Context: an optimization exercise on an open-source flow, tuned for small area and a short achievable clock period. The choices shown serve that exercise and are no tape-out recipe.
Only simulation tests tie the RTL to the original design; equivalence was not proved.
Power figures rest on the tool's default switching activity, not on a simulated workload.

==> job 8729: inputs <==
## lng_unit
module lng_unit (
    input  wire        clk,
    input  wire        rst,         
    input  wire        issue,
    input  wire [5:0]  op,
    input  wire [14:0] m,
    input  wire [39:0] a,
    input  wire [39:0] b,
    input  wire [39:0] acc_lo,      
    input  wire [39:0] acc_hi,      
    input  wire        psn,         
    input  wire [2:0]  slot,
    input  wire [19:0] origin,      
    output wire        ready,
    output wire        done,
    output wire        trap,
    output wire        pair,
    output wire [39:0] r0,
    output wire [39:0] r1,
    output wire [7:0]  cause,
    output wire [17:0] info
);
clock: 25.0 ns
lec_check: 0
abc_area: 1
cap_margin: 50
core_margin: 2
core_utilization: 40
slew_margin: 50
run.sh (not shown) runs the stock make flow with config.mk's settings and CLKGATE_MAP_FILE= SYNTH_SCRIPT=/design/flow/synth_recipe.tcl, a recipe that flattens the netlist after the stock synthesis.
==> inputs of job 4120, as changes to job 8729 <==
--- a/flow/design.v
+++ b/flow/design.v
@@ -203,15 +203,15 @@
             rneg[j] = bctl[3*j+2];
         end
     end
     wire        inc  = !hz && hinv;
     wire [71:0] hrow = hz ? 72'd0 : ({xh[35:0], xl[35:0]} ^ {72{hinv}});
     wire [71:0] tx, ty, tsum;
     lng_mtree u_tree (.e(rowe), .h(hrow), .ng({rneg[6:1], rneg[0] | inc}), .x(tx), .y(ty));
-    lng_add #(72) u_mcpa (.x(tx), .y(ty), .ci(1'b0), .s(tsum), .co());
+    lng_add #(72, 1) u_mcpa (.x(tx), .y(ty), .ci(1'b0), .s(tsum), .co());
     wire        dci  = ~bsign;
     wire [38:0] dn39 = {3'b111, xb[35:0]};
     wire [38:0] dx   = {1'b0, xl[35:0], xa[35:34]};
     wire [38:0] dt1, dt2, dt3;
     lng_add #(39) u_d1 (.x(dx), .y(dn39),              .ci(dci),  .s(dt1), .co());
     lng_add #(39) u_d2 (.x(dx), .y({dn39[37:0], dci}), .ci(dci),  .s(dt2), .co());
     lng_add #(39) u_d3 (.x(dx), .y(xh[38:0]),          .ci(1'b0), .s(dt3), .co());
@@ -221,51 +221,40 @@
     wire [37:0] dy   = {1'b0, dra, xa[33]};
     wire [37:0] dtb;
     lng_add #(38) u_db (.x(dy), .y(dn39[37:0]), .ci(dci), .s(dtb), .co());
     wire [35:0] dr = dtb[37] ? dy[35:0] : dtb[35:0];
     wire [35:0] dq = {xa[32:0], dqa, ~dtb[37]};
     wire [21:0] sq_cat = {xh[19:0], xa[35:34]};
     wire [22:0] sq_dif;
-    lng_add #(23) u_sq (.x({1'b0, sq_cat}), .y(~{3'b000, xl[17:0], 2'b01}), .ci(1'b1), .s(sq_dif), .co());
+    lng_add #(23, 1) u_sq (.x({1'b0, sq_cat}), .y(~{3'b000, xl[17:0], 2'b01}), .ci(1'b1), .s(sq_dif), .co());
     wire        sq_ge  = ~sq_dif[22];
     wire [19:0] sq_rem = sq_ge ? sq_dif[19:0] : sq_cat[19:0];
+    reg [31:0] ci_r0;        
     reg [31:0] ci_t;         
-    reg [31:0] ci_ra;        
-    reg [31:0] ci_rd;        
-    reg [31:0] ci_x;
+    reg [31:0] ci_c;         
     integer e, n;
     always @* begin
+        case (m[3:0])
+            4'd0:    begin ci_t = 32'hd0ad51c1; ci_r0 = {a[7:0],  24'd0}; end
+            4'd1:    begin ci_t = 32'h9303a471; ci_r0 = {a[7:0],  24'd0}; end
+            4'd2:    begin ci_t = 32'h283a5edf; ci_r0 = {a[14:0], 17'd0}; end
+            4'd3:    begin ci_t = 32'h1c581911; ci_r0 = {a[15:0], 16'd0}; end
+            4'd4:    begin ci_t = 32'hcfffbfff; ci_r0 = {a[15:0], 16'd0}; end
+            4'd5:    begin ci_t = 32'h895e8c87; ci_r0 = {a[16:0], 15'd0}; end
+            4'd6:    begin ci_t = 32'h8af7beff; ci_r0 = {a[20:0], 11'd0}; end
+            4'd7:    begin ci_t = 32'hf7011641; ci_r0 = a[31:0];          end
+            default: begin ci_t = 32'hdea713f1; ci_r0 = a[31:0];          end
+        endcase
         for (e = 0; e < 32; e = e + 1) begin
-            case (m[3:0])
-                4'd0, 4'd1: ci_ra[e] = (e < 8)  ? a[7-(e%8)]   : 1'b0;
-                4'd2:       ci_ra[e] = (e < 15) ? a[14-(e%15)] : 1'b0;
-                4'd3, 4'd4: ci_ra[e] = (e < 16) ? a[15-(e%16)] : 1'b0;
-                4'd5:       ci_ra[e] = (e < 17) ? a[16-(e%17)] : 1'b0;
-                4'd6:       ci_ra[e] = (e < 21) ? a[20-(e%21)] : 1'b0;
-                default:    ci_ra[e] = a[31-e];
-            endcase
             case (m[5:4])
-                2'd0:    ci_rd[e] = (e < 8)  ? (m[6] ? b[e%8]  : b[7-(e%8)])   : 1'b0;
-                2'd1:    ci_rd[e] = (e < 16) ? (m[6] ? b[e%16] : b[15-(e%16)]) : 1'b0;
-                default: ci_rd[e] = m[6] ? b[e] : b[31-e];
+                2'd0:    ci_c[e] = (e < 8)  ? (ci_r0[24+(e%8)]  ^ (m[6] ? b[7-(e%8)]   : b[e%8]))  : 1'b0;
+                2'd1:    ci_c[e] = (e < 16) ? (ci_r0[16+(e%16)] ^ (m[6] ? b[15-(e%16)] : b[e%16])) : 1'b0;
+                default: ci_c[e] = ci_r0[e] ^ (m[6] ? b[31-e] : b[e]);
             endcase
-            ci_x[e] = (ci_ra[e] & ((m[5:4] == 2'd0) ? (e < 8) : (m[5:4] == 2'd1) ? (e < 16) : 1'b1))
-                      ^ ci_rd[e];
         end
-        case (m[3:0])
-            4'd0:    ci_t = 32'hd0ad51c1;
-            4'd1:    ci_t = 32'h9303a471;
-            4'd2:    ci_t = 32'h283a5edf;
-            4'd3:    ci_t = 32'h1c581911;
-            4'd4:    ci_t = 32'hcfffbfff;
-            4'd5:    ci_t = 32'h895e8c87;
-            4'd6:    ci_t = 32'h8af7beff;
-            4'd7:    ci_t = 32'hf7011641;
-            default: ci_t = 32'hdea713f1;
-        endcase
     end
     reg [31:0] c_pr;         
     reg [31:0] c_r0;         
     reg [31:0] c_mask;       
     always @* begin
         case (mq[3:0])
             4'd0:    begin c_pr = 32'h00000007; c_r0 = {xa[7:0],  24'd0}; c_mask = 32'h000000FF; end
@@ -274,53 +263,49 @@
             4'd3:    begin c_pr = 32'h00001021; c_r0 = {xa[15:0], 16'd0}; c_mask = 32'h0000FFFF; end
             4'd4:    begin c_pr = 32'h00008005; c_r0 = {xa[15:0], 16'd0}; c_mask = 32'h0000FFFF; end
             4'd5:    begin c_pr = 32'h0001685b; c_r0 = {xa[16:0], 15'd0}; c_mask = 32'h0001FFFF; end
             4'd6:    begin c_pr = 32'h00102899; c_r0 = {xa[20:0], 11'd0}; c_mask = 32'h001FFFFF; end
             4'd7:    begin c_pr = 32'h04c11db7; c_r0 = xa[31:0];          c_mask = 32'hFFFFFFFF; end
             default: begin c_pr = 32'h1edc6f41; c_r0 = xa[31:0];          c_mask = 32'hFFFFFFFF; end
         endcase
-        if (!busy)
-            c_mask = 32'hFFFFFFFF;
     end
     reg [31:0] tp_x, tp_f, tp_y;
     reg        tp_v;
     always @* begin
         for (e = 0; e < 32; e = e + 1)
-            tp_x[e] = busy ? ((mq[5:4] == 2'd0) ? ((e < 8)  ? xl[7-(e%8)]   : 1'b0) :
-                              (mq[5:4] == 2'd1) ? ((e < 16) ? xl[15-(e%16)] : 1'b0) : xl[31-e])
-                           : ci_x[e];
+            tp_x[e] = busy ? xl[31-e] : ci_c[31-e];
         tp_f = busy ? c_pr : ci_t;
         for (e = 0; e < 32; e = e + 1) begin
             tp_v = 1'b0;
             for (n = 0; n <= e; n = n + 1)
                 tp_v = tp_v ^ (tp_x[n] & tp_f[e-n]);
             tp_y[e] = tp_v;
         end
     end
     reg [31:0] c_ulo, c_out, c_rev, c_fin;
     always @* begin
-        case ({busy, mq[5:4]})
-            3'b100:  c_ulo = {xa[23:0], 8'd0};
-            3'b101:  c_ulo = {xa[15:0], 16'd0};
+        case (mq[5:4])
+            2'd0:    c_ulo = {xa[23:0], 8'd0};
+            2'd1:    c_ulo = {xa[15:0], 16'd0};
             default: c_ulo = 32'd0;
         endcase
-        c_out = (c_ulo ^ tp_y) & c_mask;     
+        c_out = (c_ulo ^ tp_y) & c_mask;
         for (e = 0; e < 32; e = e + 1)
             c_rev[e] = c_r0[31-e];
         c_fin = (mq[4] ? c_rev : (xa[31:0] & c_mask)) ^ (mq[5] ? c_mask : 32'd0);
     end
-    wire        crc_sel = busy ? (fin && !exc && is_crc && !opq[0]) : (op == 6'd8);
+    wire [31:0] crc_res = opq[0] ? c_fin : c_out;
     wire        ok     = !exc;
     wire        w_pois = fin && pois;
     wire        w_flt  = fin && !pois && fault;
     wire        w_mlo  = fin && ok && is_mul && !is_mulh;        
     wire        w_mhi  = fin && ok && is_mulh && !short_pair;
     wire        w_mhs  = fin && ok && is_mulh && short_pair;        
     wire        w_dres = fin && ok && is_div;
-    wire        w_crc  = fin && ok && is_crc && opq[0];            
+    wire        w_crc  = fin && ok && is_crc;
     wire        w_sq   = ok && is_sqrt && (cnt != 5'd1);           
     wire        w_msh  = !fin && ok && is_mul;                     
     wire        w_dr   = !fin && ok && is_div && (cnt >= 5'd4) && (cnt <= 5'd15);
     wire        w_clr  = !fin && ok && ((is_div && cnt == 5'd3) || (is_sqrt && cnt == 5'd1));
     wire        w_hold = !(w_pois || w_flt || w_mlo || w_mhi || w_mhs || w_dres || w_crc || w_sq ||
                            w_msh || w_dr || w_clr);
     wire        mask_hi = short_pair && !is_wide;                  
@@ -330,15 +315,15 @@
     wire [35:0] mul_lo  = {tsum[7:0], xh[35:8]};
     wire [35:0] mul_hi  = tsum[43:8];
     wire [35:0] hi_keep = {{20{!mask_hi}}, 16'hFFFF};
     wire [35:0] xl_p = ({36{w_mlo}}  & mul_lo & hi_keep)
                      | ({36{w_mhi}}  & mul_hi)
                      | ({36{w_mhs}}  & {20'd0, tsum[3:0], xh[35:24]})
                      | ({36{w_dres}} & tsum[35:0] & hi_keep)
-                     | ({36{w_crc}}  & {4'd0, c_fin})
+                     | ({36{w_crc}}  & {4'd0, crc_res})
                      | ({36{w_sq}}   & {xl[34:0], sq_ge})
                      | ({36{w_msh}}  & tsum[49:14])
                      | ({36{w_dr}}   & dr)
                      | ({36{w_pois}} & pois_w[35:0])
                      | ({36{w_flt}}  & p_word[35:0])
                      | ({36{w_hold}} & xl[35:0]);
     wire [3:0]  xl_t = w_pois ? pois_w[39:36] : w_flt ? T_POISON : fin ? res_tag : tl;
@@ -362,15 +347,15 @@
                        (cnt == 5'd2) ? {18'd0, sgn_a, 2'b01} :                       
                        is_rem        ? 21'd0 :                                       
                                        {18'd0, sgn_a ^ bsign, 2'b01};                
     always @(posedge clk) begin
         if (!busy) begin
             xa       <= a;
             xb       <= b;
-            xl       <= crc_sel ? {T_BITS, 4'd0, c_out} : acc_lo;      
+            xl       <= (op == 6'd8) ? {acc_lo[39:32], tp_y} : acc_lo;    
             xh       <= acc_hi;
             opq      <= op[3:0];
             mq       <= m[6:0];
             psnq     <= psn;
             slotq    <= slot;
             origq    <= origin;
             sa_int   <= (a[39:36] == T_INT);
@@ -382,15 +367,15 @@
             hz       <= (op != 6'd3);
             hinv     <= 1'b0;
         end else begin
             bctl   <= is_div ? dpat : booth(cnt[0] ? bx[27:13] : bx[41:27]);
             hz     <= is_div && !(cnt == 5'd16 && is_rem);
             hinv   <= is_div && sgn_a;
             msel_b <= is_div && (cnt == 5'd1);
-            xl     <= crc_sel ? {T_BITS, 4'd0, c_out} : {xl_t, xl_p};
+            xl     <= {xl_t, xl_p};
             xh     <= {xh_t, xh_p};
             if (ok && is_div && cnt == 5'd2)
                 xb[35:0] <= bsign ? bv[35:0] : ~bv[35:0];
             if (ok && is_div && cnt == 5'd3)
                 xa[35:0] <= tsum[35:0];
             else if (w_dr)
                 xa[35:0] <= dq;
@@ -444,35 +429,48 @@
             rdy    <= 1'b1;
             done_r <= 1'b1;
             trap_r <= ftrap;
             pair_r <= is_wide && !ftrap;
         end
     end
 endmodule
-module lng_add #(parameter W = 8) (
+module lng_add #(parameter W = 8, parameter BK = 0) (
     input  wire [W-1:0] x,
     input  wire [W-1:0] y,
     input  wire         ci,
     output wire [W-1:0] s,
     output wire         co
 );
     reg [W-1:0] g, p, gg, pp;
     integer d, i;
     always @* begin
         g = x & y;
         p = x ^ y;
         gg = g;
         pp = p;
         gg[0] = g[0] | (p[0] & ci);
-        for (d = 1; d < W; d = d * 2)
-            for (i = 0; i < W; i = i + 1)
-                if ((i & d) != 0) begin
-                    gg[i] = gg[i] | (pp[i] & gg[(i & ~(2*d - 1)) + d - 1]);
-                    pp[i] = pp[i] & pp[(i & ~(2*d - 1)) + d - 1];
+        if (BK == 0) begin
+            for (d = 1; d < W; d = d * 2)
+                for (i = 0; i < W; i = i + 1)
+                    if ((i & d) != 0) begin
+                        gg[i] = gg[i] | (pp[i] & gg[(i & ~(2*d - 1)) + d - 1]);
+                        pp[i] = pp[i] & pp[(i & ~(2*d - 1)) + d - 1];
+                    end
+        end else begin
+            for (d = 1; d < W; d = d * 2)
+                for (i = 2*d - 1; i < W; i = i + 2*d) begin
+                    gg[i] = gg[i] | (pp[i] & gg[i-d]);
+                    pp[i] = pp[i] & pp[i-d];
                 end
+            for (d = 64; d >= 1; d = d / 2)
+                for (i = 3*d - 1; i < W; i = i + 2*d) begin
+                    gg[i] = gg[i] | (pp[i] & gg[i-d]);
+                    pp[i] = pp[i] & pp[i-d];
+                end
+        end
     end
     assign s  = p ^ {gg[W-2:0], ci};
     assign co = gg[W-1];
 endmodule
 module lng_mtree (
     input  wire [272:0] e,
     input  wire [71:0]  h,
==> notes.md <==
| item | job 4120 | job 8729 |
|---|---|---|
| Die Height | 372 um | 375 um |
| Part of the total power dissipated in sequential elements | 5.2% | 4.7% |
| R2R setup slack | 15.21 ns | 14.84 ns |
| Wirelength, routed | 346,000 um | 359,000 um |
| Clock-pin slew on the worst setup and hold paths | 0.06 ns | 0.07 ns |
| Status | complete, no violations | complete, no violations |
| Met1 track demand over resource in global routing | 59.7% | 62.8% |
| Clock period minus final worst setup slack | 9.79 ns | 10.16 ns |
| Share of layout cells above drive strength 1 | 7.03% | 6.71% |
| Routed length on met1 | 128,000 um | 136,000 um |
| Buffers & Inverters on Critical Path | 4 | 5 |
| Number of rows created at floorplan | 135 | 136 |
| Final weighted congestion in routability-driven placement | 1.11 | 1.11 |
| First-pass GRT wire length | 472,000 um | 491,000 um |
| Placed wire-length estimate after detailed placement | 269,000 um | 274,000 um |

## static timing again, ports no longer ideal
The results above use ideal ports. As a check the final layouts listed here were re-extracted and re-timed, cells and wires unchanged.
Step 1, drivers: a clkbuf_16 drives clk and a buf_2 each remaining input, both assumed.
Step 2 moves the port delays by t, midway between the first and last clock arrival at a register: inputs arrive t later, outputs are due t later. That takes back most of the time a late clock gives input paths.
a / b / c = ideal ports / drivers / drivers and shift; a / b = the first two.
run	shift t [ns]	slack for setup (ns)	worst slew at a driven data input, ns
job 8729	0.732	14.842 / 14.842 / 14.842	0.10
job 4120	0.714	15.213 / 15.213 / 15.004	0.07
After both steps every run listed still meets setup and hold. For job 4120, which loses most, drivers alone change the setup slack by 0.000 ns; drivers and shift together by -0.209 ns.
